What follows belongs to an exercise in optimizing a design on an open flow for small area, a short achievable clock period and few clock cycles; a production flow would make more cautious choices. The RTL was checked by simulation tests, not by an equivalence proof against the original design. Power is estimated from default activity; no workload was simulated.

<file path="constraint.sdc">
create_clock -name core_clock -period 25.0 [get_ports {clk}]
set_input_delay 5.0000 -clock core_clock [delete_from_list [all_inputs] [get_ports {clk}]]
set_output_delay 5.0000 -clock core_clock [all_outputs]
set_load 0.01 [all_outputs]
</file>
<file path="standard.sh">
#!/bin/bash
# synth_recipe.tcl (not shown) runs the flow's synth.tcl, then flattens the netlist and writes it again
# the make line also repeats each setting of config.mk as NAME=value (left out here)
make -C /OpenROAD-flow-scripts/flow DESIGN_CONFIG=/design/flow/config.mk WORK_HOME=/design/flow/orfs CLKGATE_MAP_FILE= SYNTH_SCRIPT=/design/flow/synth_recipe.tcl "${@:-finish}"
</file>
<file path="config.mk">
export PLATFORM = sky130hd
export DESIGN_NAME = lane_core
export DESIGN_NICKNAME = lane_core
export VERILOG_FILES = /design/flow/design.v
export SDC_FILE = /design/flow/constraint.sdc
export NUM_CORES = 8
export LEC_CHECK = 0
export ABC_AREA = 1
export CAP_MARGIN = 20
export CORE_MARGIN = 2
export CORE_UTILIZATION = 55
export CTS_CLUSTER_DIAMETER = 150
export CTS_CLUSTER_SIZE = 18
export SLEW_MARGIN = 50
</file>
<file path="flow/run.sh">
#!/bin/bash
# Layout: the standard ORFS flow (standard.sh, its synthesis unchanged),
# with the timing repair of floorplan, CTS and global route aimed at the
# period this design reaches rather than only at the 25 ns clock, free to
# resize cells across footprints, and without gate cloning.
set -euo pipefail
bash standard.sh SETUP_SLACK_MARGIN=18.8 SKIP_GATE_CLONING=1 MATCH_CELL_FOOTPRINT=0 finish > flow_make.log 2>&1
</file>
<file path="design.v">
module lane_core (
    input  wire        clk,
    input  wire        rst,           
    input  wire        start,         
    input  wire [11:0] entry,
    input  wire [31:0] arg0,
    output reg         busy,
    output reg         done,          
    output wire [11:0] imem_addr,
    input  wire [31:0] imem_data,
    output wire [14:0] dmem_addr,
    input  wire [15:0] dmem_rdata,
    output wire [13:0] cmem_addr,
    input  wire [15:0] cmem_rdata,
    output reg         mem_we,
    output reg         mem_wsel,      
    output reg  [14:0] mem_waddr,
    output reg  [15:0] mem_wdata,
    output reg         put_valid,
    output reg  [13:0] put_sig,
    output reg  [31:0] put_data,
    output reg         evt_valid,
    output reg         evt_class,
    output reg  [15:0] evt_code,
    output reg         inh
);
    localparam [5:0] OP_NOP = 6'h00, OP_END = 6'h01, OP_JMP = 6'h02, OP_BR = 6'h03,
                     OP_CALL = 6'h04, OP_RET = 6'h05, OP_LOOP = 6'h06,
                     OP_INH = 6'h08, OP_EVT = 6'h09, OP_LDI = 6'h0A, OP_LDP = 6'h0B,
                     OP_LDM = 6'h0C, OP_LDZ = 6'h0D, OP_MOVX = 6'h0E, OP_SETM = 6'h0F,
                     OP_LD = 6'h10, OP_ST = 6'h11, OP_LD2 = 6'h12, OP_LIM = 6'h13,
                     OP_PUT = 6'h16, OP_PUTW = 6'h17,
                     OP_MPY_RR = 6'h1B, OP_MPY_RM = 6'h1C, OP_MPY_MM = 6'h1D,
                     OP_MAC_RR = 6'h1E, OP_MAC_RM = 6'h1F, OP_MAC_MM = 6'h20,
                     OP_MSU_RR = 6'h21, OP_MSU_RM = 6'h22, OP_MSU_MM = 6'h23,
                     OP_MPYU = 6'h24, OP_ADD = 6'h25, OP_SUB = 6'h26, OP_MINMAX = 6'h27,
                     OP_LOG = 6'h28, OP_SHD = 6'h29, OP_CMP = 6'h2A, OP_ACC = 6'h2B,
                     OP_SHA = 6'h2C, OP_MVA = 6'h2D, OP_MVD = 6'h2E, OP_NORM = 6'h2F;
    integer i;
    reg [15:0] D [0:15];
    reg [39:0] A0, A1;
    reg [15:0] P [0:7];
    reg [15:0] M [0:7];
    reg [3:0]  Z [0:7];
    reg [12:0] LC0, LC1;
    reg [24:2] FB;
    reg        f_n, f_z, f_v, f_sv, f_rnd, f_sat;
    reg [4:0]  f_msh;
    reg        init;                    
    reg        f_run;                   
    reg [11:0] fpc;
    reg [11:0] cstk [0:7];
    reg [3:0]  csp;
    reg [1:0]  fdepth;
    reg [11:0] fls0, fll0, fls1, fll1;
    reg [12:0] flc0, flc1;
    reg [11:0] pend_ls;                 
    reg        d_valid;
    reg [31:0] d_ir;
    reg [11:0] d_pc;
    reg        d_dec0, d_clr0, d_dec1, d_clr1, d_pred;
    reg        idle;                    
    reg [14:0] r_da;                    
    reg [13:0] r_ca;
    reg        m_valid;
    reg [31:0] m_ir;
    reg        m_dec0, m_clr0, m_dec1, m_clr1, m_lidx;
    reg [1:0]  m_pa, m_pb, m_pam, m_pbm;
    reg        m_pau, m_pbu;
    reg [15:0] m_aval, m_bval;
    reg        m_spec, m_loopr, m_movx_ptr, m_hzp;
    reg        e_valid;
    reg [31:0] e_ir;
    reg        e_dec0, e_clr0, e_dec1, e_clr1, e_lidx;
    reg [15:0] e_dm, e_cm;              
    reg        e_wsel;
    reg [15:0] rA, rB, rC;              
    reg [39:0] Aa;                      
    reg        e_br;
    reg [4:0]  e_lamt, e_shm1;          
    reg [5:0]  e_famt, e_sh16;
    reg        e_shaneg, e_mvar, e_sh0, e_sat;
    reg        w_valid;
    reg        w_a;
    reg        w_cx0, w_cyp, w_cya, w_csub, w_cabs, w_czs;    
    reg        w_cr0, w_crs, w_crb;                           
    reg        w_cwa, w_cnz, w_cv, w_csv;                     
    reg [39:0] w_ps, w_pc;              
    reg        w_psg;                   
    wire [5:0]  eop     = e_ir[31:26];
    wire        e_end   = (eop == OP_END);
    wire        e_loopi = (eop == OP_LOOP) & e_ir[25];
    wire        e_loopr = (eop == OP_LOOP) & ~e_ir[25];
    wire        e_inh   = (eop == OP_INH);
    wire        e_evt   = (eop == OP_EVT);
    wire        e_ldi   = (eop == OP_LDI);
    wire        e_movx  = (eop == OP_MOVX);
    wire        e_setm  = (eop == OP_SETM);
    wire        e_ld    = (eop == OP_LD);
    wire        e_st    = (eop == OP_ST);
    wire        e_ld2   = (eop == OP_LD2);
    wire        e_lim   = (eop == OP_LIM);
    wire        e_put   = (eop == OP_PUT);
    wire        e_putw  = (eop == OP_PUTW);
    wire        e_rm    = (eop == OP_MPY_RM) | (eop == OP_MAC_RM) | (eop == OP_MSU_RM);
    wire        e_mm    = (eop == OP_MPY_MM) | (eop == OP_MAC_MM) | (eop == OP_MSU_MM);
    wire        e_mpyu  = (eop == OP_MPYU);
    wire        e_macx  = (eop == OP_MAC_RR) | (eop == OP_MAC_RM) | (eop == OP_MAC_MM);
    wire        e_msux  = (eop == OP_MSU_RR) | (eop == OP_MSU_RM) | (eop == OP_MSU_MM);
    wire        e_mul   = (eop == OP_MPY_RR) | e_rm | e_mm | e_mpyu | e_macx | e_msux;
    wire        e_add   = (eop == OP_ADD);
    wire        e_sub   = (eop == OP_SUB);
    wire        e_minmax = (eop == OP_MINMAX);
    wire        e_log   = (eop == OP_LOG);
    wire        e_shd   = (eop == OP_SHD);
    wire        e_cmp   = (eop == OP_CMP);
    wire        e_acc   = (eop == OP_ACC);
    wire        e_sha   = (eop == OP_SHA);
    wire        e_mva   = (eop == OP_MVA);
    wire        e_mvd   = (eop == OP_MVD);
    wire        e_norm  = (eop == OP_NORM);
    wire [1:0]  e_wk    = e_macx ? 2'd1 : e_msux ? 2'd2 : e_acc ? 2'd3 : 2'd0;
    wire        e_movx_ptr = e_movx & e_ir[16] & (e_ir[21:20] != 2'b11);
    wire        e_p2    = e_rm ? e_ir[17] : e_ir[21];
    wire        e_mvs   = (eop == OP_MVA) | (eop == OP_NORM);
    wire        e_dwe   = e_ldi | (e_movx & ~e_ir[16]) | e_ld | e_ld2 | e_lim | e_add | e_sub |
                          e_minmax | e_log | e_shd | e_mvs;
    wire [3:0]  e_dwi   = e_mvs ? e_ir[21:18] : e_ld2 ? {e_ir[25:23], 1'b0} : e_ir[25:22];
    reg  [11:0] r_ia;                   
    assign imem_addr = r_ia;
    wire [5:0]  fop  = imem_data[31:26];
    wire        f_j0 = ~fop[5] & ~fop[4] & ~fop[3];
    wire        f_pj = f_j0 & ~fop[0] & (fop[2] ^ fop[1]);            
    wire        f_pr = f_j0 & fop[0] & fop[2] & ~fop[1];             
    wire        ret_ok = ~(d_valid & (d_call | d_ret));
    wire [11:0] fpc1 = fpc + 12'd1;
    reg        le_hit, le_dec0, le_clr0, le_dec1, le_clr1;
    reg [11:0] le_pc;
    always @(*) begin
        le_hit = 1'b0; le_dec0 = 1'b0; le_clr0 = 1'b0; le_dec1 = 1'b0; le_clr1 = 1'b0;
        le_pc = fpc1;
        if (fdepth == 2'd2 && fpc == fll1) begin
            le_hit = 1'b1;
            if (flc1 > 13'd1) begin
                le_dec1 = 1'b1; le_pc = fls1;
            end else begin
                le_clr1 = 1'b1;
                if (fpc == fll0) begin
                    if (flc0 > 13'd1) begin le_dec0 = 1'b1; le_pc = fls0; end
                    else le_clr0 = 1'b1;
                end
            end
        end else if (fdepth != 2'd0 && fpc == fll0) begin
            le_hit = 1'b1;
            if (flc0 > 13'd1) begin le_dec0 = 1'b1; le_pc = fls0; end
            else le_clr0 = 1'b1;
        end
    end
    wire [5:0]  dop     = d_ir[31:26];
    wire        d_jmp   = (dop == OP_JMP);
    wire        d_call  = (dop == OP_CALL);
    wire        d_ret   = (dop == OP_RET);
    wire        d_loop  = (dop == OP_LOOP);
    wire        d_loopi = d_loop & d_ir[25];
    wire        d_loopr = d_loop & ~d_ir[25];
    wire        d_cnt0  = (d_ir[24:12] == 13'd0);
    wire        d_br    = (dop == OP_BR);
    wire        d_end   = (dop == OP_END);
    wire [11:0] d_pc1   = d_pc + 12'd1;
    wire [11:0] stk_top = cstk[csp[2:0] - 3'd1];
    reg [1:0] dd_pa, dd_pb, dd_pam, dd_pbm;
    reg       dd_pau, dd_pbu, dd_useptr;
    always @(*) begin
        dd_pa = 2'd0; dd_pb = 2'd0; dd_pam = 2'd0; dd_pbm = 2'd0;
        dd_pau = 1'b0; dd_pbu = 1'b0; dd_useptr = 1'b0;
        case (dop)
            OP_LD, OP_ST: begin
                dd_useptr = 1'b1;
                dd_pa = d_ir[20:19]; dd_pb = d_ir[20:19]; dd_pam = d_ir[18:17]; dd_pbm = d_ir[18:17];
                dd_pau = ~d_ir[21]; dd_pbu = d_ir[21];
            end
            OP_MPY_RM, OP_MAC_RM, OP_MSU_RM: begin
                dd_useptr = 1'b1;
                dd_pa = d_ir[16:15]; dd_pb = d_ir[16:15]; dd_pam = d_ir[14:13]; dd_pbm = d_ir[14:13];
                dd_pau = ~d_ir[17]; dd_pbu = d_ir[17];
            end
            OP_LD2: begin
                dd_useptr = 1'b1;
                dd_pa = d_ir[21:20]; dd_pam = d_ir[19:18]; dd_pau = 1'b1;
                dd_pb = d_ir[17:16]; dd_pbm = d_ir[15:14]; dd_pbu = 1'b1;
            end
            OP_MPY_MM, OP_MAC_MM, OP_MSU_MM: begin
                dd_useptr = 1'b1;
                dd_pa = d_ir[24:23]; dd_pam = d_ir[22:21]; dd_pau = 1'b1;
                dd_pb = d_ir[20:19]; dd_pbm = d_ir[18:17]; dd_pbu = 1'b1;
            end
            OP_LDP, OP_LDM, OP_LDZ: dd_useptr = 1'b1;
            OP_MOVX: begin
                dd_pa = d_ir[18:17]; dd_pb = d_ir[18:17];
                dd_useptr = ~d_ir[16] & (d_ir[21:20] != 2'b11);
            end
            default: ;
        endcase
    end
    function [15:0] post_mod(input [15:0] p, input [1:0] mode, input [15:0] m, input [3:0] z);
        reg [15:0] step, sum, mask;
        begin
            case (mode)
                2'b00: step = 16'd0;
                2'b01: step = 16'd1;
                2'b10: step = 16'hFFFF;
                default: step = m;
            endcase
            sum  = p + step;
            mask = (16'd1 << z) - 16'd1;
            if (z == 4'd0)
                post_mod = sum;
            else
                post_mod = (p & ~mask) | (sum & mask);
        end
    endfunction
    wire [15:0] m_am = M[{1'b0, m_pa}];
    wire [15:0] m_bm = M[{1'b1, m_pb}];
    wire [3:0]  m_az = Z[{1'b0, m_pa}];
    wire [3:0]  m_bz = Z[{1'b1, m_pb}];
    wire [15:0] pa_next = post_mod(m_aval, m_pam, m_am, m_az);
    wire [15:0] pb_next = post_mod(m_bval, m_pbm, m_bm, m_bz);
    assign dmem_addr = r_da;
    assign cmem_addr = r_ca;
    wire [5:0]  mop = m_ir[31:26];
    wire [14:0] m_staddr = m_ir[21] ? {1'b0, m_bval[13:0]} : m_aval[14:0];
    wire        m_side = m_ir[19];
    reg  [15:0] m_pmz;
    always @(*) begin
        case (m_ir[21:20])
            2'b00:   m_pmz = m_side ? m_bval : m_aval;
            2'b01:   m_pmz = m_side ? m_bm : m_am;
            default: m_pmz = {12'd0, m_side ? m_bz : m_az};
        endcase
    end
    wire fwd_de = e_valid & e_st & ~e_wsel & (e_cm[14:0] == m_aval[14:0]);
    wire fwd_dw = mem_we & ~mem_wsel & (mem_waddr == m_aval[14:0]);
    wire fwd_ce = e_valid & e_st & e_wsel & (e_cm[13:0] == m_bval[13:0]);
    wire fwd_cw = mem_we & mem_wsel & (mem_waddr[13:0] == m_bval[13:0]);
    wire [15:0] dm_cap = fwd_de ? rC : fwd_dw ? mem_wdata : dmem_rdata;
    wire [15:0] cm_cap = fwd_ce ? rC : fwd_cw ? mem_wdata : cmem_rdata;
    wire md_mpy  = (mop == OP_MPY_RR) | (mop == OP_MPY_RM) | (mop == OP_MPY_MM) | (mop == OP_MPYU);
    wire md_mac  = (mop == OP_MAC_RR) | (mop == OP_MAC_RM) | (mop == OP_MAC_MM);
    wire md_msu  = (mop == OP_MSU_RR) | (mop == OP_MSU_RM) | (mop == OP_MSU_MM);
    wire md_rm   = (mop == OP_MPY_RM) | (mop == OP_MAC_RM) | (mop == OP_MSU_RM);
    wire md_mm   = (mop == OP_MPY_MM) | (mop == OP_MAC_MM) | (mop == OP_MSU_MM);
    wire md_putw = (mop == OP_PUTW);
    wire md_put  = (mop == OP_PUT);
    wire md_mvs  = (mop == OP_MVA) | (mop == OP_NORM);
    wire [3:0] md_ra = md_putw ? {m_ir[25:23], 1'b1} : m_ir[21:18];
    wire [3:0] md_rb = (md_put | md_putw) ? m_ir[3:0] :
                       (mop == OP_SHA)    ? m_ir[11:8] :
                       (mop == OP_LOOP)   ? m_ir[15:12] : m_ir[17:14];
    wire [3:0] md_rc = md_putw ? {m_ir[25:23], 1'b0} : m_ir[25:22];
    wire md_dwe = (mop == OP_LDI) | ((mop == OP_MOVX) & ~m_ir[16]) | (mop == OP_LD) |
                  (mop == OP_LD2) | (mop == OP_LIM) | (mop == OP_ADD) | (mop == OP_SUB) |
                  (mop == OP_MINMAX) | (mop == OP_LOG) | (mop == OP_SHD) | md_mvs;
    wire [3:0] md_dwi = md_mvs ? m_ir[21:18] :
                        (mop == OP_LD2) ? {m_ir[25:23], 1'b0} : m_ir[25:22];
    wire [15:0] mem_rd1 = e_p2 ? e_cm : e_dm;
    wire [15:0] mul_a = e_mm ? e_dm : rA;
    wire [15:0] mul_b = e_mm ? e_cm : e_rm ? mem_rd1 : rB;
    wire [16:0] ma    = {e_mpyu ? 1'b0 : mul_a[15], mul_a};       
    wire [17:0] ma2   = {ma, 1'b0};
    wire [16:0] mbx   = {mul_b, 1'b0};
    wire [39:0] pp0, pp1, pp2, pp3, pp4, pp5, pp6, pp7;
    wire [7:0]  pneg;
    genvar gk;
    generate
        for (gk = 0; gk < 8; gk = gk + 1) begin : g_booth
            wire [2:0]  bd = mbx[2*gk +: 3];
            wire        ng = bd[2] & ~(bd[1] & bd[0]);
            wire        one = bd[1] ^ bd[0];
            wire        two = (bd == 3'b011) | (bd == 3'b100);
            wire [17:0] pm = (one ? {ma[16], ma} : two ? ma2 : 18'd0) ^ {18{ng}};
            wire [39:0] row = {22'd0, ~pm[17], pm[16:0]} << (2 * gk);
            assign pneg[gk] = ng;
        end
    endgenerate
    assign pp0 = g_booth[0].row; assign pp1 = g_booth[1].row;
    assign pp2 = g_booth[2].row; assign pp3 = g_booth[3].row;
    assign pp4 = g_booth[4].row; assign pp5 = g_booth[5].row;
    assign pp6 = g_booth[6].row; assign pp7 = g_booth[7].row;
    wire [39:0] pp8 = 40'hFF_5556_0000 |
                      {25'd0, pneg[7], 1'b0, pneg[6], 1'b0, pneg[5], 1'b0, pneg[4], 1'b0,
                       pneg[3], 1'b0, pneg[2], 1'b0, pneg[1], 1'b0, pneg[0]};
    function [79:0] csa(input [39:0] x, input [39:0] y, input [39:0] z);
        csa = {((x & y) | (x & z) | (y & z)) << 1, x ^ y ^ z};
    endfunction
    wire [79:0] c1a = csa(pp0, pp1, pp2);
    wire [79:0] c1b = csa(pp3, pp4, pp5);
    wire [79:0] c1c = csa(pp6, pp7, pp8);
    wire [79:0] c2a = csa(c1a[39:0], c1a[79:40], c1b[39:0]);
    wire [79:0] c2b = csa(c1b[79:40], c1c[39:0], c1c[79:40]);
    wire [79:0] c3a = csa(c2a[39:0], c2a[79:40], c2b[39:0]);
    wire [79:0] c4a = csa(c3a[39:0], c3a[79:40], c2b[79:40]);
    wire ma_z = (mul_a == 16'd0);
    wire mb_z = (mul_b == 16'd0);
    wire psg  = (ma[16] ^ mul_b[15]) & ~ma_z & ~mb_z;
    wire        lim_c1 = $signed(rC) < $signed(rA);
    wire [15:0] lim_lo = lim_c1 ? rA : rC;
    wire        as_sub = e_sub | e_cmp | e_minmax | e_lim;
    wire [15:0] as_a   = e_lim ? lim_lo : rA;
    wire [17:0] as_x   = {{2{as_a[15]}}, as_a};
    wire [17:0] as_y   = {{2{rB[15]}}, rB};
    wire [17:0] asum   = as_x + (as_sub ? ~as_y : as_y) + {17'd0, as_sub};
    wire        as_big = (asum[17:15] != 3'b000) && (asum[17:15] != 3'b111);
    wire [15:0] as_sat = as_big ? (asum[17] ? 16'h8000 : 16'h7FFF) : asum[15:0];
    wire        as_lt  = asum[17];
    wire        as_eq  = (rA == rB);
    wire        mm_pick_s = e_ir[0] ? (~as_lt & ~as_eq) : as_lt;
    wire [15:0] mm_res = mm_pick_s ? rA : rB;
    wire [15:0] lim_res = as_lt ? lim_lo : rB;               
    reg [15:0] log_res;
    always @(*) begin
        case (e_ir[1:0])
            2'd0: log_res = rA & rB;
            2'd1: log_res = rA | rB;
            2'd2: log_res = rA ^ rB;
            default: log_res = rA & ~rB;
        endcase
    end
    wire [4:0]  shd_n   = e_ir[4:0];                             
    reg [5:0] norm_r;
    integer j;
    always @(*) begin
        norm_r = 6'd0;
        for (j = 0; j <= 38; j = j + 1)
            if (Aa[j] != Aa[39]) norm_r = j[5:0] + 6'd1;
    end
    wire [6:0] norm_n = 7'd31 - {1'b0, norm_r};                   
    wire        fs_ds  = e_mvd | e_shd;                          
    wire [39:0] fs_x   = fs_ds ? {{24{(e_mvd | ~e_ir[5]) & rA[15]}}, rA} : Aa;
    wire [102:0] fs_v  = {{32{fs_x[39]}}, fs_x, 31'd0};
    wire [5:0]  fs_amt = e_norm ? norm_r : e_famt;
    wire [102:0] fs_w  = fs_v >> fs_amt;
    wire [39:0] fs_out = fs_w[39:0];
    wire [38:0] lsh_d   = fs_x[38:0] ^ {39{fs_x[39]}};
    wire [38:0] lsh_msk = ~({39{1'b1}} >> e_lamt);
    wire        lsh_ov  = |(lsh_d & lsh_msk);
    wire [14:0] shd_d   = rA[14:0] ^ {15{rA[15]}};
    wire [14:0] shd_msk = ~({15{1'b1}} >> shd_n[3:0]);
    wire        shd_big = ~shd_n[4] & ~e_ir[5] & (|(shd_d & shd_msk));
    wire [15:0] shd_res = shd_big ? (rA[15] ? 16'h8000 : 16'h7FFF) : fs_out[15:0];
    wire        shd_sv  = shd_big;
    wire        mva_inc = e_mvar & ~e_sh0 & Aa[e_shm1];
    wire [46:0] mva_x   = {{7{Aa[39]}}, Aa};
    wire [15:0] mva_s   = mva_x[e_lamt +: 16];
    wire        mva_inr = (norm_r < e_sh16);
    wire        mva_m1  = Aa[39] & (norm_r == e_sh16) & (mva_s[14:0] == {15{1'b1}});
    wire        mva_max = mva_inr & ~Aa[39] & (mva_s == 16'h7FFF);
    wire        mva_big = (~mva_inr & ~(mva_m1 & mva_inc)) | (mva_max & mva_inc);
    wire [15:0] mva_low = mva_s + {15'd0, mva_inc};
    wire [15:0] mva_res = (e_sat & mva_big) ? (Aa[39] ? 16'h8000 : 16'h7FFF) : mva_low;
    wire        mva_zero = ~(e_sat & mva_big) &
                           (mva_inc ? (mva_s == 16'hFFFF) : (mva_s == 16'd0));
    wire [4:0] sp = e_ir[21:17];
    reg [15:0] special;
    always @(*) begin
        if (sp[4:3] != 2'b11) special = e_dm;
        else case (sp[2:0])
            3'd0: special = {1'b0, f_msh, f_sat, f_rnd, 4'd0, f_sv, f_v, f_z, f_n};
            3'd1: special = {3'd0, LC0};
            3'd2: special = {3'd0, LC1};
            3'd3: special = {FB[15:2], 2'b00};
            3'd4: special = {7'd0, FB[24:16]};
            default: special = 16'd0;
        endcase
    end
    reg [15:0] wd;
    always @(*) begin
        wd = 16'd0;
        if (e_ldi)    wd = e_ir[15:0];
        if (e_movx)   wd = special;
        if (e_ld)     wd = mem_rd1;
        if (e_ld2)    wd = e_dm;
        if (e_lim)    wd = lim_res;
        if (e_add | e_sub) wd = as_sat;
        if (e_minmax) wd = mm_res;
        if (e_log)    wd = log_res;
        if (e_shd)    wd = shd_res;
        if (e_mva)    wd = mva_res;
        if (e_norm)   wd = {{9{norm_n[6]}}, norm_n};
    end
    wire [15:0] wd_odd = e_ld2 ? e_cm : wd;
    reg cc_ok;
    always @(*) begin
        case (e_ir[24:22])
            3'd0: cc_ok = f_z;
            3'd1: cc_ok = !f_z;
            3'd2: cc_ok = f_n;
            3'd3: cc_ok = !f_n;
            3'd4: cc_ok = !f_n && !f_z;
            3'd5: cc_ok = f_n || f_z;
            3'd6: cc_ok = f_v;
            default: cc_ok = f_sv;
        endcase
    end
    wire [12:0] loop_cnt = e_loopi ? e_ir[24:12] : rB[12:0];
    wire        loop_z   = (loop_cnt == 13'd0);
    wire w_wr_a = w_valid & w_cwa;
    wire w_nz   = w_valid & w_cnz;
    wire w_vv   = w_valid & w_cv;
    wire w_svv  = w_valid & w_csv;
    wire e_rd_a = e_sha | e_norm | e_mva;
    wire e_go     = e_valid;
    wire redir_br = e_br & cc_ok;
    wire redir_lz = e_loopr & loop_z;
    wire kill     = e_go & (redir_br | redir_lz | e_end);
    wire [11:0] redir_pc = redir_lz ? e_ir[11:0] + 12'd1 : e_ir[11:0];
    reg        e_nzw, e_nv, e_zv, e_setv, e_setsv;
    always @(*) begin
        e_nzw = 1'b0; e_nv = 1'b0; e_zv = 1'b0; e_setv = 1'b0; e_setsv = 1'b0;
        if (e_add | e_sub) begin
            e_nzw = 1'b1; e_nv = asum[17]; e_zv = (asum == 18'd0); e_setsv = as_big;
        end
        if (e_cmp)    begin e_nzw = 1'b1; e_nv = as_lt; e_zv = as_eq; end
        if (e_minmax) begin e_nzw = 1'b1; e_nv = mm_res[15]; e_zv = (mm_res == 16'd0); end
        if (e_lim)    begin e_nzw = 1'b1; e_nv = lim_res[15]; e_zv = (lim_res == 16'd0); end
        if (e_log)    begin e_nzw = 1'b1; e_nv = log_res[15]; e_zv = (log_res == 16'd0); end
        if (e_shd)    begin e_nzw = 1'b1; e_nv = shd_res[15]; e_zv = (shd_res == 16'd0); e_setsv = shd_sv; end
        if (e_mva)    begin e_nzw = 1'b1; e_nv = mva_res[15]; e_zv = mva_zero; e_setsv = e_sat & mva_big; end
        if (e_sha)    e_setv = ~e_shaneg & lsh_ov;
        if (e_mvd)    e_setv = lsh_ov;
    end
    wire e_movx_wsr = e_movx & e_ir[16] & (sp == 5'b11000);
    wire [39:0] wAa = w_a ? A1 : A0;
    wire [39:0] wAb = w_a ? A0 : A1;
    wire        asb = w_csub | (w_cabs & wAa[39]);
    wire [39:0] ax  = w_cx0 ? 40'd0 : wAa;
    wire [39:0] ay  = w_cyp ? w_ps : w_cya ? wAa : wAb;
    wire [39:0] az  = w_cyp ? w_pc : 40'd0;
    wire        ysg = w_cyp ? w_psg : w_cya ? wAa[39] : wAb[39];
    wire [39:0] wy  = ay ^ {40{asb}};
    wire [39:0] wz  = az ^ {40{w_czs}};
    wire [39:0] ws1 = ax ^ wy ^ wz;
    wire [39:0] wmaj = (ax & wy) | (ax & wz) | (wy & wz);
    wire [39:0] wc1s = {wmaj[38:0], w_czs};
    wire [39:0] wsum = ws1 + wc1s + {39'd0, asb};
    wire        wovf = asb ? ((ax[39] != ysg) & (wsum[39] != ax[39]))
                           : ((ax[39] == ysg) & (wsum[39] != ax[39]));
    wire        acc_hi = ~wAa[39] & (wAa[38:31] != 8'd0);
    wire        acc_lo =  wAa[39] & (wAa[38:31] != 8'hFF);
    wire [39:0] wres = w_cr0  ? 40'd0 :
                       w_crs  ? (acc_hi ? 40'h00_7FFF_FFFF : acc_lo ? 40'hFF_8000_0000 : wAa) :
                       w_crb  ? wAb : wsum;
    wire w_setv  = w_vv & wovf;
    wire w_setsv = w_svv & (acc_hi | acc_lo);
    wire m_hold  = m_haz;
    wire m_go    = m_valid & ~m_hold & ~kill;
    wire [2:0] mcc = m_ir[24:22];
    reg  cc_m;
    always @(*) begin
        case (mcc)
            3'd0: cc_m = f_z;
            3'd1: cc_m = !f_z;
            3'd2: cc_m = f_n;
            3'd3: cc_m = !f_n;
            3'd4: cc_m = !f_n && !f_z;
            3'd5: cc_m = f_n || f_z;
            3'd6: cc_m = f_v;
            default: cc_m = f_sv;
        endcase
    end
    wire e_fnz = e_valid & (e_add | e_sub | e_cmp | e_minmax | e_log | e_shd | e_lim | e_mva | e_movx_wsr);
    wire e_fv  = e_valid & (e_sha | e_mvd | e_movx_wsr);
    wire e_fsv = e_valid & (e_add | e_sub | e_shd | e_mva | e_movx_wsr);
    wire m_res = (~mcc[2] | ~mcc[1]) ? ~(e_fnz | w_nz) : mcc[0] ? ~(e_fsv | w_svv) : ~(e_fv | w_vv);
    wire m_brr = m_go & (mop == OP_BR) & m_res;           
    wire mkill = m_brr & cc_m;
    wire spec_me = (m_valid & m_spec & ~m_brr) | (e_valid & (e_br | e_loopr));
    wire d_ctl   = d_call | d_ret | d_loop | (dop == OP_LDP) | (dop == OP_LDM) | (dop == OP_LDZ);
    wire d_hz    = dd_useptr & ((m_valid & m_movx_ptr) | (e_valid & e_movx_ptr));
    wire d_hold  = m_hold | (d_valid & (d_hz | (d_ctl & spec_me)));
    wire d_go    = d_valid & ~d_hold & ~kill & ~mkill;
    wire d_redir = d_go & (((d_jmp | d_call | d_ret) & ~d_pred) | (d_loopi & d_cnt0));
    wire d_stop  = d_go & d_end;
    reg  [11:0] d_target;
    always @(*) begin
        if (d_ret)        d_target = stk_top;
        else if (d_loopi) d_target = d_ir[11:0] + 12'd1;
        else              d_target = d_ir[11:0];
    end
    wire spec_any = (d_valid & (d_br | d_loopr)) | spec_me;
    wire f_block  = (le_hit & spec_any) |
                    (d_valid & d_loop & (d_ir[11:0] == fpc)) |
                    (m_valid & m_loopr & (m_ir[11:0] == fpc)) |
                    (e_valid & e_loopr & (e_ir[11:0] == fpc));
    wire f_acc    = f_run & ~d_hold & ~f_block & ~kill & ~mkill & ~d_redir & ~d_stop;
    wire start_go = start & idle;
    wire        f_psel = f_acc & ~le_hit & (f_pj | (f_pr & ret_ok));
    wire [11:0] f_ptgt = fop[0] ? stk_top : imem_data[11:0];
    wire [11:0] pc_oth = kill ? redir_pc : mkill ? m_ir[11:0] : d_redir ? d_target : f_acc ? le_pc : fpc;
    wire [11:0] pc_nx  = f_psel ? f_ptgt : pc_oth;
    always @(posedge clk) begin
        if (rst) begin
            busy      <= 1'b0;
            idle      <= 1'b1;
            done      <= 1'b0;
            init      <= 1'b0;
            f_run     <= 1'b0;
            d_valid   <= 1'b0;
            m_valid   <= 1'b0;
            e_valid   <= 1'b0;
            w_valid   <= 1'b0;
            put_valid <= 1'b0;
            evt_valid <= 1'b0;
            mem_we    <= 1'b0;
            inh       <= 1'b0;
        end else begin
            init      <= start_go;
            put_valid <= e_go & (e_put | e_putw);
            evt_valid <= e_go & e_evt;
            mem_we    <= e_go & e_st;
            if (e_go & e_inh) inh <= e_ir[0];
            w_valid   <= e_go & (e_mul | e_acc);
            done <= kill & e_end;
            if (start_go) begin
                busy  <= 1'b1;
                idle  <= 1'b0;
                f_run <= 1'b1;
            end else if (kill & e_end) begin
                busy  <= 1'b0;
                idle  <= 1'b1;
                f_run <= 1'b0;
            end else if (kill | mkill) begin
                f_run <= 1'b1;
            end else if (d_stop) begin
                f_run <= 1'b0;
            end
            if (kill | mkill)
                d_valid <= 1'b0;
            else if (!d_hold)
                d_valid <= f_acc;
            if (kill)
                m_valid <= 1'b0;
            else if (!m_hold)
                m_valid <= d_go;
            e_valid <= m_go;
        end
    end
    always @(posedge clk) begin
        if (!csp[3]) cstk[csp[2:0]] <= d_pc1;
        fpc  <= start_go ? entry : pc_nx;
        r_ia <= idle ? entry : pc_nx;
        if (idle) fdepth <= 2'd0;
        if (f_acc) begin
            d_ir   <= imem_data;
            d_pc   <= fpc;
            d_dec0 <= le_dec0; d_clr0 <= le_clr0;
            d_dec1 <= le_dec1; d_clr1 <= le_clr1;
            d_pred <= ~le_hit & (f_pj | (f_pr & ret_ok));
            if (le_hit) begin
                if (le_dec1) flc1 <= flc1 - 13'd1;
                if (le_clr1) flc1 <= 13'd0;
                if (le_dec0) flc0 <= flc0 - 13'd1;
                if (le_clr0) flc0 <= 13'd0;
                if (le_clr1 & le_clr0) fdepth <= 2'd0;
                else if (le_clr1)      fdepth <= 2'd1;
                else if (le_clr0)      fdepth <= 2'd0;
            end
        end
        if (init) csp <= 4'd0;
        if (d_go) begin
            if (d_call) csp <= csp + 4'd1;
            if (d_ret)  csp <= csp - 4'd1;
            if (d_loopi & ~d_cnt0) begin
                if (fdepth == 2'd0) begin
                    fls0 <= d_pc1; fll0 <= d_ir[11:0]; flc0 <= d_ir[24:12]; fdepth <= 2'd1;
                end else begin
                    fls1 <= d_pc1; fll1 <= d_ir[11:0]; flc1 <= d_ir[24:12]; fdepth <= 2'd2;
                end
            end
            if (d_loopr) pend_ls <= d_pc1;
        end
        if (e_go & e_loopr & ~loop_z) begin
            if (e_lidx) begin
                fls1 <= pend_ls; fll1 <= e_ir[11:0]; flc1 <= loop_cnt; fdepth <= 2'd2;
            end else begin
                fls0 <= pend_ls; fll0 <= e_ir[11:0]; flc0 <= loop_cnt; fdepth <= 2'd1;
            end
        end
    end
    wire [15:0] rd_pa = (m_go & m_pau & (m_pa == dd_pa)) ? pa_next : P[{1'b0, dd_pa}];
    wire [15:0] rd_pb = (m_go & m_pbu & (m_pb == dd_pb)) ? pb_next : P[{1'b1, dd_pb}];
    always @(posedge clk) begin
        m_hzp <= ~m_hold & dm_hz;
        if (!m_hold) begin
            m_ir   <= d_ir;
            m_dec0 <= d_dec0; m_clr0 <= d_clr0; m_dec1 <= d_dec1; m_clr1 <= d_clr1;
            m_lidx <= (fdepth != 2'd0);
            m_pa <= dd_pa; m_pb <= dd_pb; m_pam <= dd_pam; m_pbm <= dd_pbm;
            m_pau <= dd_pau; m_pbu <= dd_pbu;
            m_aval <= rd_pa; m_bval <= rd_pb;
            if (dd_pau) r_da <= rd_pa[14:0];
            if (dd_pbu) r_ca <= rd_pb[13:0];
            m_spec  <= d_br | d_loopr;
            m_loopr <= d_loopr;
            m_movx_ptr <= (dop == OP_MOVX) & d_ir[16] & (d_ir[21:20] != 2'b11);
        end
    end
    always @(posedge clk) begin
        if (init) begin
            for (i = 0; i < 8; i = i + 1) begin
                P[i] <= 16'd0; M[i] <= 16'd0; Z[i] <= 4'd0;
            end
        end else begin
            if (m_go) begin
                if (m_pau) P[{1'b0, m_pa}] <= pa_next;
                if (m_pbu) P[{1'b1, m_pb}] <= pb_next;
            end
            if (d_go) begin
                case (dop)
                    OP_LDP: P[d_ir[24:22]] <= d_ir[15:0];
                    OP_LDM: M[d_ir[24:22]] <= d_ir[15:0];
                    OP_LDZ: Z[d_ir[24:22]] <= d_ir[3:0];
                    default: ;
                endcase
            end
            if (e_go & e_movx & e_ir[16]) begin
                case (sp[4:3])
                    2'b00: P[sp[2:0]] <= rC;
                    2'b01: M[sp[2:0]] <= rC;
                    2'b10: Z[sp[2:0]] <= rC[3:0];
                    default: ;
                endcase
            end
        end
    end
    wire        fw_e = e_go & e_dwe;
    wire        fw_o = e_go & e_ld2;
    wire [3:0]  fw_oi = {e_dwi[3:1], 1'b1};
    wire [15:0] op_a = (fw_e & (e_dwi == md_ra)) ? wd : (fw_o & (fw_oi == md_ra)) ? e_cm : D[md_ra];
    wire [15:0] raw_b = D[md_rb];
    wire        fwb_e = fw_e & (e_dwi == md_rb);
    wire        fwb_o = fw_o & (fw_oi == md_rb);
    wire [15:0] op_b = fwb_e ? wd : fwb_o ? e_cm : raw_b;
    wire        sr_setm = e_go & e_setm;
    wire        sr_movx = e_go & e_movx_wsr;
    wire [4:0]  msh_f = sr_setm ? e_ir[4:0] : sr_movx ? rC[14:10] : f_msh;
    wire        rnd_f = sr_setm ? e_ir[8]   : sr_movx ? rC[8]     : f_rnd;
    wire        sat_f = sr_setm ? e_ir[9]   : sr_movx ? rC[9]     : f_sat;
    wire [4:0]  m_sh  = m_ir[6] ? m_ir[4:0] : msh_f;
    wire        m_sha = (mop == OP_SHA);
    wire [5:0]  m_shn = m_ir[6] ? raw_b[5:0] : m_ir[5:0];
    wire        dm_acc = (mop == OP_ACC);
    wire        ew_a  = md_mpy | md_mac | md_msu | (dm_acc & (m_ir[2:0] != 3'd7));
    wire        ew_nz = dm_acc & (m_ir[2:0] == 3'd7);
    wire        ew_v  = md_mac | md_msu | (dm_acc & (m_ir[2:0] != 3'd0) & (m_ir[2:0] <= 3'd4));
    wire        ew_sv = dm_acc & (m_ir[2:0] == 3'd5);
    wire        dh_a  = ((dop == OP_SHA) | (dop == OP_NORM) | (dop == OP_MVA)) & ew_a & (m_ir[25] == d_ir[25]);
    wire        dh_br = (dop == OP_BR) & ((~d_ir[23] | ~d_ir[24]) ? ew_nz : (d_ir[22] ? ew_sv : ew_v));
    wire        dh_sr = (dop == OP_MOVX) & ~d_ir[16] & (d_ir[21:17] == 5'b11000) & (ew_nz | ew_v | ew_sv);
    wire        dh_sh = (dop == OP_SHA) & d_ir[6] &
                        ((md_dwe & (md_dwi == d_ir[11:8])) | ((mop == OP_LD2) & ({m_ir[25:23], 1'b1} == d_ir[11:8])));
    wire        dm_hz = m_valid & (dh_a | dh_br | dh_sr | dh_sh);
    wire        m_haz = m_valid & m_hzp;
    wire [15:0] op_c = (fw_e & (e_dwi == md_rc)) ? wd : (fw_o & (fw_oi == md_rc)) ? e_cm : D[md_rc];
    wire [39:0] e_ares = fs_out;
    wire        e_awr  = e_go & (e_sha | e_mvd | (e_norm & ~e_ir[0]));
    wire        w_awr  = w_valid & w_wr_a;
    wire        m_asel = m_ir[25];
    wire [39:0] aa_m   = (e_awr & (e_ir[25] == m_asel)) ? e_ares :
                         (w_awr & (w_a == m_asel))      ? wres :
                         (m_asel ? A1 : A0);
    always @(posedge clk) begin
        Aa <= aa_m;
    end
    always @(posedge clk) begin
        begin
            e_ir    <= m_ir;
            e_dec0 <= m_dec0; e_clr0 <= m_clr0; e_dec1 <= m_dec1; e_clr1 <= m_clr1;
            e_lidx <= m_lidx;
            e_dm <= (mop == OP_MOVX) ? m_pmz : dm_cap;
            e_cm <= (mop == OP_ST) ? {1'b0, m_staddr} : cm_cap;
            e_wsel <= m_ir[21];
            rA <= op_a; rB <= op_b; rC <= op_c;
            e_br  <= (mop == OP_BR) & ~m_res;
            e_lamt   <= ((mop == OP_MVD) | (mop == OP_MVA)) ? m_sh : m_shn[4:0];
            e_famt   <= (mop == OP_MVD) ? 6'd31 - {1'b0, m_sh} :
                        (mop == OP_SHD) ? 6'd31 - {m_ir[4], m_ir[4:0]} : 6'd31 - m_shn;
            e_shaneg <= m_shn[5];
            e_mvar   <= rnd_f | m_ir[7];
            e_shm1   <= m_sh - 5'd1;
            e_sh16   <= 6'd16 + {1'b0, m_sh};
            e_sh0    <= (m_sh == 5'd0);
            e_sat    <= sat_f;
        end
    end
    always @(posedge clk) begin
        begin
            w_a   <= e_ir[25];
            w_cx0  <= (e_wk == 2'd0) | ((e_wk == 2'd3) & ((e_ir[2:0] == 3'd3) | (e_ir[2:0] == 3'd4)));
            w_cyp  <= (e_wk != 2'd3);
            w_cya  <= (e_wk == 2'd3) & ((e_ir[2:0] == 3'd3) | (e_ir[2:0] == 3'd4));
            w_csub <= (e_wk == 2'd2) | ((e_wk == 2'd3) & ((e_ir[2:0] == 3'd2) | (e_ir[2:0] == 3'd3) | (e_ir[2:0] == 3'd7)));
            w_cabs <= (e_wk == 2'd3) & (e_ir[2:0] == 3'd4);
            w_czs  <= (e_wk == 2'd2);
            w_cr0  <= (e_wk == 2'd3) & (e_ir[2:0] == 3'd0);
            w_crs  <= (e_wk == 2'd3) & (e_ir[2:0] == 3'd5);
            w_crb  <= (e_wk == 2'd3) & (e_ir[2:0] == 3'd6);
            w_cwa  <= ~((e_wk == 2'd3) & (e_ir[2:0] == 3'd7));
            w_cnz  <= (e_wk == 2'd3) & (e_ir[2:0] == 3'd7);
            w_cv   <= (e_wk == 2'd1) | (e_wk == 2'd2) | ((e_wk == 2'd3) & (e_ir[2:0] != 3'd0) & (e_ir[2:0] <= 3'd4));
            w_csv  <= (e_wk == 2'd3) & (e_ir[2:0] == 3'd5);
            w_ps  <= c4a[39:0];
            w_pc  <= c4a[79:40];
            w_psg <= psg;
            mem_wsel  <= e_wsel;
            mem_waddr <= e_cm[14:0];
            mem_wdata <= rC;
            put_sig   <= e_ir[14] ? rB[13:0] : e_ir[13:0];
            put_data  <= e_putw ? {rA, rC} : {{16{rC[15]}}, rC};
            evt_class <= e_ir[16];
            evt_code  <= e_ir[15:0];
        end
        if (idle) begin
            D[0] <= arg0[15:0];
            D[1] <= arg0[31:16];
        end
        for (i = 0; i < 16; i = i + 1) begin
            if (init) begin
                if (i >= 2) D[i] <= 16'd0;
            end else if (e_go) begin
                if (i[0] == 1'b0) begin
                    if (e_dwe && e_dwi == i[3:0]) D[i] <= wd;
                end else begin
                    if ((e_dwe && e_dwi == i[3:0]) || (e_ld2 && {e_dwi[3:1], 1'b1} == i[3:0]))
                        D[i] <= wd_odd;
                end
            end
        end
        if (init) begin
            f_rnd <= 1'b0; f_sat <= 1'b1; f_msh <= 5'd15;
            LC0 <= 13'd0; LC1 <= 13'd0; FB <= 23'd0;
        end else if (e_go) begin
            if (e_setm) begin
                f_sat <= e_ir[9]; f_rnd <= e_ir[8]; f_msh <= e_ir[4:0];
            end
            if (e_dec0) LC0 <= LC0 - 13'd1;
            if (e_clr0) LC0 <= 13'd0;
            if (e_dec1) LC1 <= LC1 - 13'd1;
            if (e_clr1) LC1 <= 13'd0;
            if ((e_loopi | e_loopr) & ~loop_z) begin
                if (e_lidx) LC1 <= loop_cnt; else LC0 <= loop_cnt;
            end
            if (e_movx & e_ir[16] & (sp[4:3] == 2'b11)) begin
                case (sp[2:0])
                    3'd0: begin
                        f_rnd <= rC[8]; f_sat <= rC[9]; f_msh <= rC[14:10];
                    end
                    3'd1: LC0 <= rC[12:0];
                    3'd2: LC1 <= rC[12:0];
                    3'd3: FB[15:2] <= rC[15:2];
                    3'd4: FB[24:16] <= rC[8:0];
                    default: ;
                endcase
            end
        end
        if (init) begin
            A0 <= 40'd0; A1 <= 40'd0;
        end else begin
            if (w_valid & w_wr_a) begin
                if (w_a) A1 <= wres; else A0 <= wres;
            end
            if (e_awr) begin
                if (e_ir[25]) A1 <= e_ares; else A0 <= e_ares;
            end
        end
        if (init) begin
            f_n <= 1'b0; f_z <= 1'b0; f_v <= 1'b0; f_sv <= 1'b0;
        end else if (e_go & e_movx_wsr) begin
            f_n <= rC[0]; f_z <= rC[1]; f_v <= rC[2]; f_sv <= rC[3];
        end else begin
            if (e_go & e_nzw) begin
                f_n <= e_nv; f_z <= e_zv;
            end else if (w_nz) begin
                f_n <= wsum[39] ^ wovf; f_z <= (wAa == wAb);
            end
            if ((e_go & e_setv) | w_setv)   f_v  <= 1'b1;
            if ((e_go & e_setsv) | w_setsv) f_sv <= 1'b1;
        end
    end
endmodule
</file>
==> impl_metrics.py, run 1 <==
metrics = {
    "critical_path": {
        "crit_family": "flip-flops",
        "slowest_delay_ns": 0.48,
        "required_ns": 20.00,
        "crit_path_max_fanout": 3,
        "cp.arrival_ns": 1.44,
        "cp_num_buf_inv": 1,
        "critPathKind": "reg -> out",
        "path_cells": "buf_6",
        "crit_slowest_cell": "dfxtp_4",
        "end_kind": "output pin",
        "cp-start-kind": "flip-flop",
    },
    "power_and_ir_drop": {
        "fin_total_pwr_mw": 7.82,
        "power.density_nw_per_um2": 73.5,
        "peakVddDrop_uv": 91.9,
        "leakagePower_nw": 43.7,
    },
    "cts": {
        "clk_latency_ns": 0.82,
        "cts_buffer_depth": 3,
        "htreeDepth": 3,
        "cts_tree": "yes",
        "cts_hold_buf": 0,
        "clk_pin_slew_ns": 0.10,
        "root_buffer": "clkbuf_16",
        "cts_made_buffers": 88,
        "clock_sinks": 1414,
    },
    "routing": {
        "dr.pass1.iters": 12,
        "drc": 0,
        "via_per_inst": 6.86,
        "drtAntennaViolNets": 0,
        "drtIter0Drc": 19400,
        "routed_wl_um": 472000,
        "wl_per_cell_um": 30.8,
        "num_vias": 105000,
    },
    "die": {
        "row_count": 151,
        "die_h_um": 417,
        "die_x_um": 417,
        "io-pin-count": 253,
        "dieArea_sq_um": 174000,
        "start_util_pct": 55.4,
        "core_region_area_sq_um": 169000,
    },
    "placed_design": {
        "gp_congestion": 1.20,
        "port_buffers": 252,
        "place_area_sq_um": 99400,
        "hpwlAfterDp_um": 343000,
    },
    "final_layout": {
        "drive_above_1_share_pct": 11.1,
        "final-seq-area_sq_um": 34200,
        "multi_input_area_sq_um": 53900,
        "nets": 13500,
        "fin_area_sq_um": 106000,
        "n_fill_cell": 15000,
        "area_growth_pct": 13.3,
    },
    "synth": {
        "synth-edff-count": 556,
        "async_flop_share_pct": 0,
        "syn_inst": 12900,
        "synth.area.top_cells": "dfxtp_1 (18%), edfxtp_1 (18%), o21ai_0 (9.3%), nand2_1 (9.2%), inv_1 (5.9%)",
        "ys.warnings.count": 2,
        "synth_area_per_cell_sq_um": 7.28,
        "ys_types": 87,
        "synth_common_cells": "nand2_1 (2,302), o21ai_0 (1,741), inv_1 (1,475), nor2_1 (998), a21oi_1 (886)",
        "syn_area_sq_um": 93900,
        "synth_nets": 13400,
        "yosysTopAreaCell": "dfxtp_1",
        "yosysMostFrequentCell": "nand2_1",
        "seq_area_frac_synth_pct": 36.1,
        "synth_top_area_share_pct": 18.3,
        "synth_seq_cells": 1414,
        "synthFlopType": "dfxtp_1",
    },
    "sta": {
        "fin_crit_sh_pct": 25.8,
        "hold_viol_final": 0,
        "max_freq_ghz": 0.155,
        "relSlewSlack_pct": 31.8,
        "drv_slew": 0,
        "period_needed_ns": 6.44,
        "finalSetupViolations": 0,
        "finalSetupTns_ns": 0,
        "tightest_slew_ns": 1.02,
        "finClkSkew_ns": 0.0792,
        "rsz0062_at_grt": "true",
    },
    "grt": {
        "grt_max_degree": 83,
        "grt_antenna_before_repair": 45,
        "grt_overflow": 0,
        "gr-usage-all-layers_pct": 51.8,
        "grt_pass1_vias": 94700,
        "grt_pass1_wl_um": 660000,
    },
    "min_path": {
        "hold_path.class": "reg -> reg",
    },
    "run_status": {
        "status": "complete, no violations",
    },
    "flow_run": {
        "max-cap-violations": 0,
    },
}
-- flip-flops by register name (all words and copies together) (netlist names), 16 cells and up, named ones only --
signal / count
e_ir: 32
m_ir: 32
Aa: 40
e_cm: 16
cstk: 96
w_pc: 30
w_ps: 33
rB: 16
D: 256
e_dm: 16
m_bval: 16
rA: 16
m_aval: 16
A0: 40
A1: 40
FB: 23
M: 128
P: 128
rC: 16
put_data: 32
d_ir: 32
evt_code: 16
Z: 32
-- logic make-up (layout without fill, tap and decap cells) --
family	after synthesis	count (layout)	synth area share, %
compound gates	4059	4059	25.1
xor+xnor	477	477	4.45
fa+ha+maj	356	356	5.81
buf+inv	2274	2443	9.21
flops	1414	1414	36.1
mux	44	44	0.480
other cells	0	38	0
simple gates	4275	4275	18.8
-- layer usage --
metal | part of all wire (%) | vias up | track usage, %
met2 | 40 | 9423 | 73.6
met1 | 33 | 48500 | 61.7
li1 | - | 44600 | -
met4 | 11 | 38 | 42.3
met3 | 16 | 2522 | 20.3
met5 | 0.12 | - | 0.500
-- cells in the final DEF (no fill, tap or decap), drive strengths merged, types with 70 or more instances in the layout --
master	synthesis	layout
xor2	341	341
nand3	617	617
ha	223	223
nor3	113	113
o22ai	329	329
nand2	2304	2304
clkdlybuf4s50	0	105
inv	1507	1499
dfxtp	858	858
buf	98	595
nand4	89	89
edfxtp	556	556
fa	133	133
nor4	78	78
xnor2	136	136
o211ai	299	299
clkbuf	623	178
a21oi	887	887
a221oi	70	70
nor2	1006	1006
a22oi	101	101
o21ai	1923	1923
-- where the power goes --
group | internal, mW | switching (mW) | leakage, nW | total, mW
sequential | 2.58 | 0.192 | 12.4 | 2.77
combinational | 1.12 | 2.37 | 30.1 | 3.49
clock | 0.673 | 0.885 | 1.22 | 1.56
total | 4.37 | 3.45 | 43.7 | 7.82
-- stage by stage --
stage | cells | util (%) | hold WS, ns | setup slack, ns
after floorplan | 12900 | - | 0.323 | 18.45
final | 15300 | 62.7 | 0.351 | 18.56
after CTS | 15200 | 61.3 | 0.354 | 18.63
after detailed placement | 14900 | 58.6 | 0.329 | 17.15
after global routing | 15300 | 62.7 | 0.364 | 18.57
after global placement | 14900 | 58.2 | 0.327 | 17.16
-- what timing repair did --
action                     4_1_cts  5_1_grt
hold endpoints to repair         0        0
buffers inserted               110       96
pin swaps                       48      106
setup endpoints to repair     1097     1123
gates resized for setup        859      329
-- final timing paths --
path | slack (ns) | cells past startpoint | startpoint | end
worst max-delay path | 18.56 | 1 | put_data[4]$_DFF_P_ | put_data[4]
worst min-delay path | 0.35 | 0 | m_dec1$_DFFE_PN_ | e_dec1$_DFF_P_
worst max register to register | 18.77 | 32 | rC[14]$_DFF_P_ | D[11][15]$_SDFFE_PP0P_
worst min register to register | 0.35 | 0 | m_dec1$_DFFE_PN_ | e_dec1$_DFF_P_
-- layout make-up --
| type | count | share of cell area (%) |
|---|---|---|
| Multi-Input combinational cell | 9211 | 50.7 |
| Sequential cell | 1414 | 32.1 |
| Timing Repair Buffer | 750 | 6.47 |
| Inverter | 1553 | 5.62 |
| Tap cell | 2218 | 2.61 |
| Clock buffer | 133 | 2.26 |
| Clock inverter | 7 | 0.153 |
| Antenna cell | 38 | 0.0894 |
Testbench counts, summed over its fixed seeds: cycles 271,873.
==> run 2: changes to the inputs <==
--- a/design.v
+++ b/design.v
@@ -43,5 +43,4 @@
     reg [15:0] M [0:7];
     reg [3:0]  Z [0:7];
-    reg [12:0] LC0, LC1;
     reg [24:2] FB;
     reg        f_n, f_z, f_v, f_sv, f_rnd, f_sat;
@@ -59,5 +58,6 @@
     reg [31:0] d_ir;
     reg [11:0] d_pc;
-    reg        d_dec0, d_clr0, d_dec1, d_clr1, d_pred;
+    reg        d_pred;
+    reg        d_dec0, d_clr0, d_dec1, d_clr1;    
     reg        idle;                    
     reg [14:0] r_da;                    
@@ -65,5 +65,5 @@
     reg        m_valid;
     reg [31:0] m_ir;
-    reg        m_dec0, m_clr0, m_dec1, m_clr1, m_lidx;
+    reg        m_lidx;
     reg [1:0]  m_pa, m_pb, m_pam, m_pbm;
     reg        m_pau, m_pbu;
@@ -72,5 +72,5 @@
     reg        e_valid;
     reg [31:0] e_ir;
-    reg        e_dec0, e_clr0, e_dec1, e_clr1, e_lidx;
+    reg        e_lidx;
     reg [15:0] e_dm, e_cm;              
     reg        e_wsel;
@@ -236,5 +236,6 @@
             2'b00:   m_pmz = m_side ? m_bval : m_aval;
             2'b01:   m_pmz = m_side ? m_bm : m_am;
-            default: m_pmz = {12'd0, m_side ? m_bz : m_az};
+            2'b10:   m_pmz = {12'd0, m_side ? m_bz : m_az};
+            default: m_pmz = m_aval;                  
         endcase
     end
@@ -366,6 +367,6 @@
         else case (sp[2:0])
             3'd0: special = {1'b0, f_msh, f_sat, f_rnd, 4'd0, f_sv, f_v, f_z, f_n};
-            3'd1: special = {3'd0, LC0};
-            3'd2: special = {3'd0, LC1};
+            3'd1: special = e_dm;
+            3'd2: special = e_dm;
             3'd3: special = {FB[15:2], 2'b00};
             3'd4: special = {7'd0, FB[24:16]};
@@ -474,8 +475,13 @@
     wire m_brr = m_go & (mop == OP_BR) & m_res;           
     wire mkill = m_brr & cc_m;
-    wire spec_me = (m_valid & m_spec & ~m_brr) | (e_valid & (e_br | e_loopr));
+    wire d_rlc   = (dop == OP_MOVX) & ~d_ir[16] & (d_ir[21:19] == 3'b110) & (d_ir[18] ^ d_ir[17]);
+    wire m_mwlc  = (mop == OP_MOVX) & m_ir[16] & (m_ir[21:19] == 3'b110) & (m_ir[18] ^ m_ir[17]);
+    wire e_mwlc  = e_movx & e_ir[16] & (e_ir[21:19] == 3'b110) & (e_ir[18] ^ e_ir[17]);
+    wire lc_pend = (m_valid & (m_loopr | m_mwlc)) | (e_valid & (e_loopr | e_mwlc));
+    wire spec_me = (m_valid & m_spec & ~m_brr) | (e_valid & (e_br | e_loopr)) |
+                   (m_valid & m_mwlc) | (e_valid & e_mwlc);
     wire d_ctl   = d_call | d_ret | d_loop | (dop == OP_LDP) | (dop == OP_LDM) | (dop == OP_LDZ);
     wire d_hz    = dd_useptr & ((m_valid & m_movx_ptr) | (e_valid & e_movx_ptr));
-    wire d_hold  = m_hold | (d_valid & (d_hz | (d_ctl & spec_me)));
+    wire d_hold  = m_hold | (d_valid & (d_hz | (d_ctl & spec_me) | (d_rlc & lc_pend)));
     wire d_go    = d_valid & ~d_hold & ~kill & ~mkill;
     wire d_redir = d_go & (((d_jmp | d_call | d_ret) & ~d_pred) | (d_loopi & d_cnt0));
@@ -553,7 +559,7 @@
             d_ir   <= imem_data;
             d_pc   <= fpc;
+            d_pred <= ~le_hit & (f_pj | (f_pr & ret_ok));
             d_dec0 <= le_dec0; d_clr0 <= le_clr0;
             d_dec1 <= le_dec1; d_clr1 <= le_clr1;
-            d_pred <= ~le_hit & (f_pj | (f_pr & ret_ok));
             if (le_hit) begin
                 if (le_dec1) flc1 <= flc1 - 13'd1;
@@ -566,5 +572,10 @@
             end
         end
-        if (init) csp <= 4'd0;
+        if (init) begin
+            csp <= 4'd0; flc0 <= 13'd0; flc1 <= 13'd0;
+        end
+        if (e_go & e_mwlc) begin
+            if (e_ir[18]) flc1 <= rC[12:0]; else flc0 <= rC[12:0];
+        end
         if (d_go) begin
             if (d_call) csp <= csp + 4'd1;
@@ -587,5 +598,8 @@
         end
     end
-    wire [15:0] rd_pa = (m_go & m_pau & (m_pa == dd_pa)) ? pa_next : P[{1'b0, dd_pa}];
+    wire [12:0] lc0_d = d_clr0 ? 13'd1 : d_dec0 ? flc0 + 13'd1 : flc0;
+    wire [12:0] lc1_d = d_clr1 ? 13'd1 : d_dec1 ? flc1 + 13'd1 : flc1;
+    wire [15:0] rd_pa = d_rlc ? {3'd0, d_ir[18] ? lc1_d : lc0_d} :
+                        (m_go & m_pau & (m_pa == dd_pa)) ? pa_next : P[{1'b0, dd_pa}];
     wire [15:0] rd_pb = (m_go & m_pbu & (m_pb == dd_pb)) ? pb_next : P[{1'b1, dd_pb}];
     always @(posedge clk) begin
@@ -593,5 +607,4 @@
         if (!m_hold) begin
             m_ir   <= d_ir;
-            m_dec0 <= d_dec0; m_clr0 <= d_clr0; m_dec1 <= d_dec1; m_clr1 <= d_clr1;
             m_lidx <= (fdepth != 2'd0);
             m_pa <= dd_pa; m_pb <= dd_pb; m_pam <= dd_pam; m_pbm <= dd_pbm;
@@ -675,5 +688,4 @@
         begin
             e_ir    <= m_ir;
-            e_dec0 <= m_dec0; e_clr0 <= m_clr0; e_dec1 <= m_dec1; e_clr1 <= m_clr1;
             e_lidx <= m_lidx;
             e_dm <= (mop == OP_MOVX) ? m_pmz : dm_cap;
@@ -738,16 +750,9 @@
         if (init) begin
             f_rnd <= 1'b0; f_sat <= 1'b1; f_msh <= 5'd15;
-            LC0 <= 13'd0; LC1 <= 13'd0; FB <= 23'd0;
+            FB <= 23'd0;
         end else if (e_go) begin
             if (e_setm) begin
                 f_sat <= e_ir[9]; f_rnd <= e_ir[8]; f_msh <= e_ir[4:0];
             end
-            if (e_dec0) LC0 <= LC0 - 13'd1;
-            if (e_clr0) LC0 <= 13'd0;
-            if (e_dec1) LC1 <= LC1 - 13'd1;
-            if (e_clr1) LC1 <= 13'd0;
-            if ((e_loopi | e_loopr) & ~loop_z) begin
-                if (e_lidx) LC1 <= loop_cnt; else LC0 <= loop_cnt;
-            end
             if (e_movx & e_ir[16] & (sp[4:3] == 2'b11)) begin
                 case (sp[2:0])
@@ -755,6 +760,4 @@
                         f_rnd <= rC[8]; f_sat <= rC[9]; f_msh <= rC[14:10];
                     end
-                    3'd1: LC0 <= rC[12:0];
-                    3'd2: LC1 <= rC[12:0];
                     3'd3: FB[15:2] <= rC[15:2];
                     3'd4: FB[24:16] <= rC[8:0];
--- a/config.mk
+++ b/config.mk
@@ -9,6 +9,6 @@
 export CAP_MARGIN = 20
 export CORE_MARGIN = 2
-export CORE_UTILIZATION = 55
+export CORE_UTILIZATION = 50
 export CTS_CLUSTER_DIAMETER = 150
 export CTS_CLUSTER_SIZE = 18
-export SLEW_MARGIN = 50
+export SLEW_MARGIN = 20
==> run 2 against run 1 <==
Fmax is 0.56% lower. First-iteration DRC count down 10%. Clock skew decreased by 0.011 ns. Non-clock buffer count is 40 lower. Via count decreased by 1.4%. Register-to-register slack lost 0.07 ns. Critical path type unchanged. Critical endpoint is now mem_wdata[3]. Largest power group unchanged.
==> impl_metrics.py, run 2 <==
metrics = {
    "synth": {
        "syn_inst": 12800,
        "synth_xor_area_share_pct": 4.36,
        "synth-edff-count": 552,
        "synth_top_family_by_area": "compound AO/OA/AOI/OAI gates",
        "ys_types": 82,
        "synth_top_area_share_pct": 17.8,
        "synth_simple_gate_area_share_pct": 19.0,
        "async_flop_share_pct": 0,
        "synth_area_per_cell_sq_um": 7.25,
        "synth_seq_cells": 1380,
        "synth_common_cells": "nand2_1 (2,260), o21ai_0 (1,621), inv_1 (1,547), nor2_1 (1,021), a21oi_1 (939)",
        "synth_compound_area_share_pct": 24.9,
        "ys.warnings.count": 2,
        "yosysMostFrequentCell": "nand2_1",
        "seq_area_frac_synth_pct": 35.6,
        "synth_nets": 13300,
        "yosysTopAreaCell": "dfxtp_1",
        "syn_area_sq_um": 93100,
        "synthFlopType": "dfxtp_1",
        "synth.area.top_cells": "dfxtp_1 (18%), edfxtp_1 (18%), nand2_1 (9.1%), o21ai_0 (8.7%), inv_1 (6.2%)",
        "synth_mux_area_share_pct": 0.582,
        "synth_fa_ha_area_share_pct": 5.91,
    },
    "power_and_ir_drop": {
        "peakVddDrop_uv": 83.5,
        "power.density_nw_per_um2": 67.3,
        "leakagePower_nw": 43.4,
        "fin_total_pwr_mw": 7.06,
    },
    "routing": {
        "via_per_inst": 6.70,
        "drtIter0Drc": 17300,
        "num_vias": 104000,
        "drc": 0,
        "dr.pass1.iters": 13,
        "routed_wl_um": 481000,
        "wl_per_cell_um": 31.1,
        "drtAntennaViolNets": 0,
    },
    "min_path": {
        "hold_path.class": "reg -> reg",
    },
    "cts": {
        "root_buffer": "clkbuf_16",
        "cts_hold_buf": 0,
        "clock_sinks": 1380,
        "clk_latency_ns": 0.84,
        "htreeDepth": 3,
        "cts_buffer_depth": 3,
        "cts_made_buffers": 86,
        "clk_pin_slew_ns": 0.11,
        "cts_tree": "yes",
    },
    "critical_path": {
        "timing.critical_path.mode_cell": "buf_6",
        "end_kind": "output pin",
        "critPathKind": "reg -> out",
        "cp.arrival_ns": 1.48,
        "cp-start-kind": "flip-flop",
        "cp_num_buf_inv": 2,
        "crit_family": "flip-flops",
        "crit_slowest_cell": "dfxtp_4",
        "path_cells": "buf_6, buf_6",
        "required_ns": 20.00,
        "slowest_delay_ns": 0.37,
        "crit_path_max_fanout": 2,
    },
    "sta": {
        "max_freq_ghz": 0.154,
        "relSlewSlack_pct": 7.45,
        "fin_ws_ns": 18.52,
        "finalSetupTns_ns": 0,
        "finalSetupViolations": 0,
        "period_needed_ns": 6.48,
        "rsz0062_at_grt": "true",
        "drv_slew": 0,
        "fin_crit_sh_pct": 25.9,
        "hold_viol_final": 0,
        "tightest_slew_ns": 1.37,
        "finClkSkew_ns": 0.0686,
    },
    "final_layout": {
        "final_cell_mix": "nand2_1 (2,195), o21ai_0 (1,528), inv_1 (1,521)",
        "nets": 13400,
        "fin_cells": 15500,
        "final_common_cell": "nand2_1",
        "area_growth_pct": 12.8,
        "largest_reg_flops": 256,
        "n_fill_cell": 17400,
        "regMostFlops": "D",
        "postLayoutCoreUtil_pct": 56.7,
        "top_regs": "D x256, M x128, P x128",
        "drive_above_1_share_pct": 10.4,
    },
    "placed_design": {
        "gp_congestion": 1.12,
        "dp.cells": 15100,
        "hpwlAfterDp_um": 356000,
        "pre_cts_slack_ns": 16.63,
        "port_buffers": 252,
    },
    "die": {
        "dieArea_sq_um": 190000,
        "row_count": 158,
        "die_x_um": 436,
        "io-pin-count": 253,
        "core_region_area_sq_um": 185000,
        "start_util_pct": 50.3,
        "die_h_um": 436,
    },
    "grt": {
        "grt_antenna_before_repair": 26,
        "grt_pass1_wl_um": 670000,
        "grt_overflow": 0,
        "gr-usage-all-layers_pct": 48.1,
        "grt_max_degree": 98,
        "grt_pass1_vias": 94300,
    },
    "flow_run": {
        "max-cap-violations": 0,
    },
    "run_status": {
        "status": "complete, no violations",
    },
}
[run 2: power breakdown]
| group | internal, mW | total [mW] | switching (mW) |
|---|---|---|---|
| combinational | 0.933 | 2.87 | 1.94 |
| clock | 0.658 | 1.53 | 0.868 |
| sequential | 2.49 | 2.67 | 0.173 |
| total | 4.08 | 7.06 | 2.98 |
[run 2: metrics by stage]
stage	hold WS, ns	cell area (sq um)
3_5_place_dp	0.347	98100
3_3_place_gp	0.327	98100
4_1_cts	0.361	103000
2_1_floorplan	0.323	93100
6_report	0.361	105000
5_1_grt	0.385	105000
[run 2: final cells by class]
cell class	count	area (sq um)	share of cell area, %
multi-input combinational	9123	53200	50.6
sequential	1380	33400	31.8
timing repair buffer	710	6560	6.25
inverter	1617	6210	5.91
tap	2480	3100	2.95
clock buffer	128	2340	2.23
clock inverter	6	170	0.162
antenna	20	50.0	0.0477
[run 2: repair_timing]
item | in CTS | in global routing
resized for setup | 896 | 367
buffers inserted | 101 | 96
gates cloned | 0 | 0
pin swaps | 42 | 96
endpoints found under the setup margin | 1302 | 1139
[run 2: final timing paths]
kind                                     startpoint                 to  slack [ns]  cells past startpoint
worst max-delay path            put_data[3]$_DFF_P_       mem_wdata[3]       18.52                      2
worst min-delay path               m_lidx$_DFFE_PN_     e_lidx$_DFF_P_        0.36                      0
worst max register to register   m_ir[30]$_DFFE_PN_  e_famt[2]$_DFF_P_       18.70                     20
worst min register to register     m_lidx$_DFFE_PN_     e_lidx$_DFF_P_        0.36                      0
[run 2: cells by family (layout without fill, tap and decap cells)]
group,after synthesis,count (layout)
flip-flops,1380,1380
adder cells (fa/ha/maj),360,360
other,0,20
XOR/XNOR,463,463
buffers and inverters,2336,2461
AND/OR/NAND/NOR,4260,4260
multiplexers,54,54
AO/OA/AOI/OAI,3986,3986
[run 2: worst reg2reg max path: stages, from the launching register on]
cell       delay [ns]
edfxtp_1         0.46
nor2_1           0.22
inv_1            0.15
nor3_1           0.55
a21oi_1          0.12
o21ai_0          0.16
o21ai_2          0.30
inv_1            0.26
nor2_1           0.07
inv_1            0.21
nor2_1           0.07
buf_4            0.21
inv_1            0.52
nor2_1           0.12
a2111oi_2        0.86
nand4_1          0.55
o21ai_1          0.87
nand2_1          0.13
o21ai_0          0.18
nor2_1           0.09
o22ai_1          0.11
[run 2: routing by layer]
layer,GRT usage [%],vias up,wire length (um)
met5,0.554,-,358
met4,35.0,28,45200
met3,15.8,2206,68900
met2,69.2,8692,196000
met1,59.9,48500,171000
li1,-,44100,-
Testbench counts of run 2, summed over its fixed seeds: cycles 271,887.

afterwards: timing with drivers on the ports:
No port has a modelled driver above. Below, the same layouts with a new extraction and two added sets of constraints. Step 1, drivers: a clkbuf_16 drives clk and a buf_2 each remaining input, both assumed. Step 2 adds t to the input delays and takes it off the output delays; t is the mean of the earliest and latest rising clock arrival at the registers after step 1. Input paths then give back, and output paths get back, about the clock's delay inside the block. Slacks: no drivers / after step 1 / after step 2; pairs: no drivers / after step 1.
run | shift t [ns] | setup WS [ns] | hold WS [ns] | worst setup path at the end
run 1 | 0.879 | 18.559 / 18.464 / 18.009 | 0.351 / 0.351 / 0.351 | input to register
run 2 | 0.913 | 18.523 / 18.420 / 17.930 | 0.361 / 0.361 / 0.361 | input to register
After both steps setup and hold are still met in every run listed. The setup slack of run 2, which loses most, moves by -0.103 ns with the drivers and by -0.593 ns with both steps.
